This design comes from an exercise in tuning for small area and a short achievable clock period on the open sky130 flow, not from production work.
Function was checked by simulation only, so behaviour that the tests miss may differ from the original.
Power figures rest on the tool's default switching activity, not on a simulated workload.

## run 1
## bs4_encode
module bs4_encode (
    input  wire          clk,
    input  wire          rst,
    input  wire          in_valid,
    input  wire [1:0]    mode,
    input  wire [1023:0] x,
    input  wire [511:0]  rnd,
    output reg           out_valid,
    output reg  [7:0]    scale,
    output reg  [127:0]  codes
);
Size: ~11000 cells after synthesis.
Settings: LEC_CHECK=0, ABC_AREA=1, CAP_MARGIN=30, CORE_AREA=2 2 578 578, CTS_CLUSTER_DIAMETER=80, CTS_CLUSTER_SIZE=22, DIE_AREA=0 0 580 580, PLACE_DENSITY=0.6, SLEW_MARGIN=20; clock period 50.0 ns.
standard.sh (not shown) runs the stock make flow with config.mk's settings and CLKGATE_MAP_FILE= SYNTH_SCRIPT=/design/flow/synth_recipe.tcl, a recipe that flattens the netlist after the stock synthesis.
==> flow/flow/run.sh <==
#!/bin/bash
# Own layout flow:
#  1. the standard synthesis (standard.sh synth), unchanged;
#  2. the combinational logic of that netlist re-mapped by Yosys/ABC with
#     flow/remap.abc (the flip-flops are kept as they are, by name and cell);
#  3. the standard ORFS layout from that netlist, with the port buffers
#     made of the plain buf_1 cell.
# Each tool writes its full output to a log file in this folder.
set -euo pipefail
# repair_timing aims for this much setup slack (a period of about 11.35 ns)
MARGIN=38.65
R=orfs/results/${FLOW_PLATFORM}/bs4_encode/base
LIB=${FLOW_HOME}/platforms/${FLOW_PLATFORM}/lib/sky130_fd_sc_hd__tt_025C_1v80.lib

bash standard.sh synth > flow_synth.log 2>&1

python3 flow/gencells.py "$LIB" cells_model.v > flow_gencells.log 2>&1
DU=$(grep -A40 "DONT_USE_CELLS" ${FLOW_HOME}/platforms/${FLOW_PLATFORM}/config.mk | grep -o "sky130_fd_sc_hd__[a-z0-9_]*" | sed 's/^/-dont_use /' | tr '\n' ' ')
cp $R/1_2_yosys.v synth_standard.v
cat > remap.ys <<EOS
read_verilog cells_model.v
read_verilog synth_standard.v
hierarchy -top ${FLOW_TOP}
flatten
opt_clean -purge
techmap
opt -fast
abc -liberty $LIB $DU -script flow/remap.abc
opt_clean -purge
hilomap -singleton -hicell sky130_fd_sc_hd__conb_1 HI -locell sky130_fd_sc_hd__conb_1 LO
splitnets
opt_clean -purge
insbuf -buf sky130_fd_sc_hd__buf_4 A X
check
stat -liberty $LIB
write_verilog -noattr -nohex -nodec synth_remapped.v
EOS
yosys -s remap.ys > flow_remap.log 2>&1
cp synth_remapped.v $R/1_2_yosys.v
rm -f $R/1_synth.odb $R/1_synth.sdc

bash standard.sh 'BUFFER_PORTS_ARGS=-buffer_cell sky130_fd_sc_hd__buf_1' "SETUP_SLACK_MARGIN=${MARGIN}" finish > flow_layout.log 2>&1
Other scripts of this flow, unchanged in this note and not shown: flow/flow/gencells.py, flow/flow/remap.abc
--- input diff run 1..run 2 ---
- DIE_AREA now 0 0 500 500, was 0 0 580 580
- CORE_AREA now 2 2 498 498, was 2 2 578 578
-- flow/flow/run.sh --
<<< run 1, line 9
set -euo pipefail
# repair_timing aims for this much setup slack (a period of about 11.35 ns)
MARGIN=38.65
R=orfs/results/${FLOW_PLATFORM}/bs4_encode/base
>>> run 2, line 9
set -euo pipefail
# repair_timing aims for this much setup slack (a period of about 11.2 ns)
MARGIN=38.8
R=orfs/results/${FLOW_PLATFORM}/bs4_encode/base
<<< run 1, line 41

bash standard.sh 'BUFFER_PORTS_ARGS=-buffer_cell sky130_fd_sc_hd__buf_1' "SETUP_SLACK_MARGIN=${MARGIN}" finish > flow_layout.log 2>&1
>>> run 2, line 41

bash standard.sh 'BUFFER_PORTS_ARGS=-buffer_cell sky130_fd_sc_hd__buf_1' 'PLACE_PINS_ARGS=-min_distance 1 -min_distance_in_tracks' "SETUP_SLACK_MARGIN=${MARGIN}" finish > flow_layout.log 2>&1
--- outcome ---
The combinational share of power of run 2 exceeds that of run 1 by 3.5 points.
As far as number of max-slew violations in the final report goes, run 2 and run 1 are indistinguishable; the numbers are identical.
Run 2 closes out successfully: all stages finished, all timing, DRC and antenna checks passed.
Run 2 against run 1: number of global-route vias before repair increased 1.1%; endpoint arrival time on the critical path decreased 350 ps; die area decreased 26%; register-to-register slack increased 170 ps; die height decreased 80 um.
From run 1 to run 2 the numbers moved as follows: design area went up 1.9%, number of instances in the placed design went down 6.9%.
Run 2 ended up with a lower global-route wire length before repair than run 1 did.
Inputs modified between run 2 and run 3:
- CORE_AREA: 2 2 498 498 -> 2 2 578 578
- DIE_AREA: 0 0 500 500 -> 0 0 580 580
-- flow/flow/run.sh --
<<< run 2, line 41

bash standard.sh 'BUFFER_PORTS_ARGS=-buffer_cell sky130_fd_sc_hd__buf_1' 'PLACE_PINS_ARGS=-min_distance 1 -min_distance_in_tracks' "SETUP_SLACK_MARGIN=${MARGIN}" finish > flow_layout.log 2>&1
>>> run 3, line 41

bash standard.sh 'BUFFER_PORTS_ARGS=-buffer_cell sky130_fd_sc_hd__buf_1' "SETUP_SLACK_MARGIN=${MARGIN}" finish > flow_layout.log 2>&1
[summary]
Going from run 2 to run 3, part of the total power dissipated in the clock network grows by 2.8 points.
Run 3: non-clock buffer count is 5.9% lower than what run 2 reported.
Changes observed in run 3 relative to run 2: number of antenna repair diodes moved up, clock-buffer cell count went up 37%, worst slack on hold paths up 4.4 ps, area growth from synthesis to layout now sits lower.
Changes observed in run 3 relative to run 2: area of the die up 35%, routed wire length grew by about 12%.
Cell area essentially unchanged between run 3 and run 2.

exp/delta:
Another version of the RTL of bs4_encode (not shown whole).
For scale: ~11000 cells after synthesis.
==> flow/design.v (excerpt) <==
module bs4_encode (
    input  wire          clk,
    input  wire          rst,
    input  wire          in_valid,
    input  wire [1:0]    mode,
    input  wire [1023:0] x,
    input  wire [511:0]  rnd,
    output reg           out_valid,
    output reg  [7:0]    scale,
    output reg  [127:0]  codes
);
Settings: LEC_CHECK=0, ABC_AREA=1, CAP_MARGIN=30, CORE_AREA=2 2 498 498, CTS_CLUSTER_DIAMETER=80, CTS_CLUSTER_SIZE=22, DIE_AREA=0 0 500 500, PLACE_DENSITY=0.6, SLEW_MARGIN=20; clock period 50.0 ns.
==> flow/flow/run.sh <==
#!/bin/bash
# Own layout flow:
#  1. the standard synthesis (standard.sh synth), unchanged;
#  2. the combinational logic of that netlist re-mapped by Yosys/ABC with
#     flow/remap.abc (the flip-flops are kept as they are, by name and cell);
#  3. the standard ORFS layout from that netlist, with the port buffers
#     made of the plain buf_1 cell.
# Each tool writes its full output to a log file in this folder.
set -euo pipefail
# repair_timing aims for this much setup slack (a period of about 11.2 ns)
MARGIN=38.8
R=orfs/results/${FLOW_PLATFORM}/bs4_encode/base
LIB=${FLOW_HOME}/platforms/${FLOW_PLATFORM}/lib/sky130_fd_sc_hd__tt_025C_1v80.lib

bash standard.sh synth > flow_synth.log 2>&1

python3 flow/gencells.py "$LIB" cells_model.v > flow_gencells.log 2>&1
DU=$(grep -A40 "DONT_USE_CELLS" ${FLOW_HOME}/platforms/${FLOW_PLATFORM}/config.mk | grep -o "sky130_fd_sc_hd__[a-z0-9_]*" | sed 's/^/-dont_use /' | tr '\n' ' ')
cp $R/1_2_yosys.v synth_standard.v
cat > remap.ys <<EOS
read_verilog cells_model.v
read_verilog synth_standard.v
hierarchy -top ${FLOW_TOP}
flatten
opt_clean -purge
techmap
opt -fast
abc -liberty $LIB $DU -script flow/remap.abc
opt_clean -purge
hilomap -singleton -hicell sky130_fd_sc_hd__conb_1 HI -locell sky130_fd_sc_hd__conb_1 LO
splitnets
opt_clean -purge
insbuf -buf sky130_fd_sc_hd__buf_4 A X
check
stat -liberty $LIB
write_verilog -noattr -nohex -nodec synth_remapped.v
EOS
yosys -s remap.ys > flow_remap.log 2>&1
cp synth_remapped.v $R/1_2_yosys.v
rm -f $R/1_synth.odb $R/1_synth.sdc

bash standard.sh 'BUFFER_PORTS_ARGS=-buffer_cell sky130_fd_sc_hd__buf_1' 'PLACE_PINS_ARGS=-min_distance 1 -min_distance_in_tracks' "SETUP_SLACK_MARGIN=${MARGIN}" "POST_GLOBAL_PLACE_TCL=$PWD/flow/upsize_inbufs.tcl" finish > flow_layout.log 2>&1
==> flow/flow/remap.abc <==
strash
&get -n
&st
&dch
&nf -D 8000 -R 1000
&put
topo
buffer -c
upsize -c -D 8000
dnsize -c -D 8000
==> flow/flow/upsize_inbufs.tcl <==
# After global placement: the port buffers of the exponent's high bits
# (x[32*i+27 +: 4]) also drive the first-stage maximum logic, not just their
# input register, so make them buf_4 instead of buf_1.
set n 0
for {set i 0} {$i < 32} {incr i} {
  foreach k {27 28 29 30} {
    set pname "x\[[expr {32 * $i + $k}]\]"
    set net [get_nets $pname]
    foreach pin [get_pins -of_objects $net] {
      set inst [get_cells -of_objects $pin]
      if {[get_property $inst ref_name] eq "sky130_fd_sc_hd__buf_1"} {
        replace_cell $inst sky130_fd_sc_hd__buf_4
        incr n
      }
    }
  }
}
puts "upsize_inbufs: $n port buffers made buf_4"
Other scripts of this flow, unchanged in this note and not shown: flow/flow/gencells.py
exp/delta: done, clean on timing, DRC and antenna
diff inputs: exp/delta => exp/nickel
# exp/delta
export LEC_CHECK = 0
export ABC_AREA = 1
export CAP_MARGIN = 30
export CORE_AREA = 2 2 498 498
export CTS_CLUSTER_DIAMETER = 80
export CTS_CLUSTER_SIZE = 22
export DIE_AREA = 0 0 500 500
export PLACE_DENSITY = 0.6
export SLEW_MARGIN = 20
create_clock -name core_clock -period 50.0 [get_ports {clk}]
# exp/nickel
export LEC_CHECK = 0
export ABC_AREA = 1
export CAP_MARGIN = 30
export CORE_AREA = 2 2 458 458
export CTS_CLUSTER_DIAMETER = 80
export CTS_CLUSTER_SIZE = 22
export DIE_AREA = 0 0 460 460
export PLACE_DENSITY = 0.6
export SLEW_MARGIN = 20
create_clock -name core_clock -period 50.0 [get_ports {clk}]
--- a/flow/flow/run.sh
+++ b/flow/flow/run.sh
@@ -41,2 +41,2 @@
 
-bash standard.sh 'BUFFER_PORTS_ARGS=-buffer_cell sky130_fd_sc_hd__buf_1' 'PLACE_PINS_ARGS=-min_distance 1 -min_distance_in_tracks' "SETUP_SLACK_MARGIN=${MARGIN}" "POST_GLOBAL_PLACE_TCL=$PWD/flow/upsize_inbufs.tcl" finish > flow_layout.log 2>&1
+bash standard.sh 'BUFFER_PORTS_ARGS=-buffer_cell sky130_fd_sc_hd__buf_1' 'PLACE_PINS_ARGS=-min_distance 1 -min_distance_in_tracks' "SETUP_SLACK_MARGIN=${MARGIN}" finish > flow_layout.log 2>&1
removed: flow/flow/upsize_inbufs.tcl
Notes after the runs:
Sort exp/delta and exp/nickel by wire length desc -> top: exp/delta. exp/nickel reports its most frequent standard cell in the layout excluding fill and tap cells as sky130_fd_sc_hd__buf_1 while exp/delta reports sky130_fd_sc_hd__dfxtp_1. Sort exp/delta and exp/nickel by height of the die, ascending, and exp/nickel comes first. Maximum frequency essentially unchanged between exp/delta and exp/nickel. exp/nickel vs. exp/delta: clock-buffer cell count went down by about 3.5%. In the flow results for exp/delta and exp/nickel, the synthesis-to-layout area growth is larger on exp/nickel. Between exp/delta and exp/nickel, count of TritonRoute iterations in the first routing pass is higher for exp/nickel, exp/delta comes in under that. In exp/nickel, area share of buffers outside the clock network is higher than in exp/delta.
## Diff of input files: exp/sierra against exp/nickel
# exp/nickel
export LEC_CHECK = 0
export ABC_AREA = 1
export CAP_MARGIN = 30
export CORE_AREA = 2 2 458 458
export CTS_CLUSTER_DIAMETER = 80
export CTS_CLUSTER_SIZE = 22
export DIE_AREA = 0 0 460 460
export PLACE_DENSITY = 0.6
export SLEW_MARGIN = 20
create_clock -name core_clock -period 50.0 [get_ports {clk}]
# exp/sierra
export LEC_CHECK = 0
export ABC_AREA = 1
export CAP_MARGIN = 30
export CORE_AREA = 2 2 578 578
export CTS_CLUSTER_DIAMETER = 80
export CTS_CLUSTER_SIZE = 22
export DIE_AREA = 0 0 580 580
export PLACE_DENSITY = 0.6
export SLEW_MARGIN = 20
create_clock -name core_clock -period 50.0 [get_ports {clk}]
--- a/flow/flow/run.sh
+++ b/flow/flow/run.sh
@@ -9,4 +9,4 @@
 set -euo pipefail
-# repair_timing aims for this much setup slack (a period of about 11.2 ns)
-MARGIN=38.8
+# repair_timing aims for this much setup slack (a period of about 11.5 ns)
+MARGIN=38.5
 R=orfs/results/${FLOW_PLATFORM}/bs4_encode/base
@@ -41,2 +41,2 @@
 
-bash standard.sh 'BUFFER_PORTS_ARGS=-buffer_cell sky130_fd_sc_hd__buf_1' 'PLACE_PINS_ARGS=-min_distance 1 -min_distance_in_tracks' "SETUP_SLACK_MARGIN=${MARGIN}" finish > flow_layout.log 2>&1
+bash standard.sh 'BUFFER_PORTS_ARGS=-buffer_cell sky130_fd_sc_hd__buf_1' "SETUP_SLACK_MARGIN=${MARGIN}" finish > flow_layout.log 2>&1
==> flow/flow/remap.abc <==
strash
&get -n
&st
&dch
&nf -R 1000
&put
topo
Notes after the runs:
- Every run in the comparison, exp/sierra and exp/nickel, completed the flow with a clean layout.
- From exp/nickel to exp/sierra the numbers moved as follows: sequential standard cell area decreased by about 0.4% relative to the old numbers, final instance area up 1.1%, flip-flop and latch share of the layout cell area shrank by 0.42 points.
- [compare] base=exp/nickel new=exp/sierra: final critical path time including I/O delays and setup climbed 0.27 ns, switching fraction of total power climbed 0.92 points.
- Area growth from synthesis to final layout in exp/sierra vs exp/nickel: up 5.0 points
- exp/sierra ends up with higher non-filler instance count after layout than exp/nickel does.
- Looking at launch point of the worst path, the x[765] result is from exp/sierra; the codes[22]$_DFF_P_ one comes from exp/nickel.
- Summary of exp/sierra over exp/nickel: total wire length after detailed routing went up 15%, met1 track demand over resource in global routing went down 15 points.
- Kind of critical path: reg2out -> exp/nickel, in2reg -> exp/sierra
diff inputs: exp/sierra => exp/xenon
# exp/sierra
export LEC_CHECK = 0
export ABC_AREA = 1
export CAP_MARGIN = 30
export CORE_AREA = 2 2 578 578
export CTS_CLUSTER_DIAMETER = 80
export CTS_CLUSTER_SIZE = 22
export DIE_AREA = 0 0 580 580
export PLACE_DENSITY = 0.6
export SLEW_MARGIN = 20
create_clock -name core_clock -period 50.0 [get_ports {clk}]
# exp/xenon
export LEC_CHECK = 0
export ABC_AREA = 1
export CAP_MARGIN = 30
export CORE_AREA = 2 2 528 528
export CTS_CLUSTER_DIAMETER = 80
export CTS_CLUSTER_SIZE = 22
export DIE_AREA = 0 0 530 530
export PLACE_DENSITY = 0.6
export SLEW_MARGIN = 20
create_clock -name core_clock -period 50.0 [get_ports {clk}]
--- a/flow/flow/run.sh
+++ b/flow/flow/run.sh
@@ -9,4 +9,4 @@
 set -euo pipefail
-# repair_timing aims for this much setup slack (a period of about 11.5 ns)
-MARGIN=38.5
+# repair_timing aims for this much setup slack (a period of about 11.2 ns)
+MARGIN=38.8
 R=orfs/results/${FLOW_PLATFORM}/bs4_encode/base
@@ -41,2 +41,2 @@
 
-bash standard.sh 'BUFFER_PORTS_ARGS=-buffer_cell sky130_fd_sc_hd__buf_1' "SETUP_SLACK_MARGIN=${MARGIN}" finish > flow_layout.log 2>&1
+bash standard.sh 'BUFFER_PORTS_ARGS=-buffer_cell sky130_fd_sc_hd__buf_1' 'PLACE_PINS_ARGS=-min_distance 1 -min_distance_in_tracks' "SETUP_SLACK_MARGIN=${MARGIN}" finish > flow_layout.log 2>&1
==> flow/flow/remap.abc <==
strash
&get -n
&st
&dch
&nf -D 8000 -R 1000
&put
topo
buffer -c
upsize -c -D 8000
dnsize -c -D 8000
- exp/xenon vs. exp/sierra: setup slack increased 0.14 ns; utilization after layout went up by 6.0 points; post-synthesis net count picked up an extra about 3.2%; global-route usage increased by 0.27 points relative to the old numbers.
- Summary: with exp/sierra as the reference, cell count in exp/xenon moved down by a few percent.
- [exp/xenon vs exp/sierra] placement row count: lower in exp/xenon
- The final reports for exp/xenon and exp/sierra show critical path depth lower in the former.

afterwards: timing with drivers on the ports:
Ports are ideal in the flow. The routed layouts listed here were re-timed in OpenROAD.
Step 1: set_driving_cell puts a clkbuf_16 on clk and a buf_2 on each other input, an assumption about the parent block.
Step 2 moves the port delays by t, midway between the first and last clock arrival at a register: inputs arrive t later, outputs are due t later. That takes back most of the time a late clock gives input paths.
Slacks: ideal ports / drivers / drivers and shift; pairs: ideal ports / drivers.
| run | t (ns) | slack for setup (ns) | worst setup path at the end | clock arrival spread, ns | worst register clock-pin slew, ns |
|---|---|---|---|---|---|
| run 1 | 0.994 | 38.358 / 38.358 / 37.538 | input to register | 0.054 / 0.054 | 0.09 / 0.09 |
| run 2 | 0.924 | 38.499 / 38.534 / 37.614 | input to register | 0.042 / 0.042 | 0.09 / 0.09 |
| run 3 | 0.992 | 38.565 / 38.453 / 37.575 | input to register | 0.077 / 0.078 | 0.10 / 0.10 |
| exp/delta | 0.903 | 38.666 / 38.576 / 37.830 | input to register | 0.057 / 0.057 | 0.10 / 0.10 |
| exp/nickel | 0.901 | 38.654 / 38.546 / 37.851 | input to register | 0.047 / 0.047 | 0.09 / 0.09 |
| exp/sierra | 1.003 | 38.379 / 38.274 / 37.271 | input to register | 0.064 / 0.064 | 0.10 / 0.10 |
| exp/xenon | 1.000 | 38.516 / 38.406 / 37.670 | input to register | 0.089 / 0.089 | 0.09 / 0.09 |
After both steps setup and hold are still met in every run listed. The setup slack of exp/sierra, which loses most, moves by -0.105 ns with the drivers and by -1.108 ns with both steps.
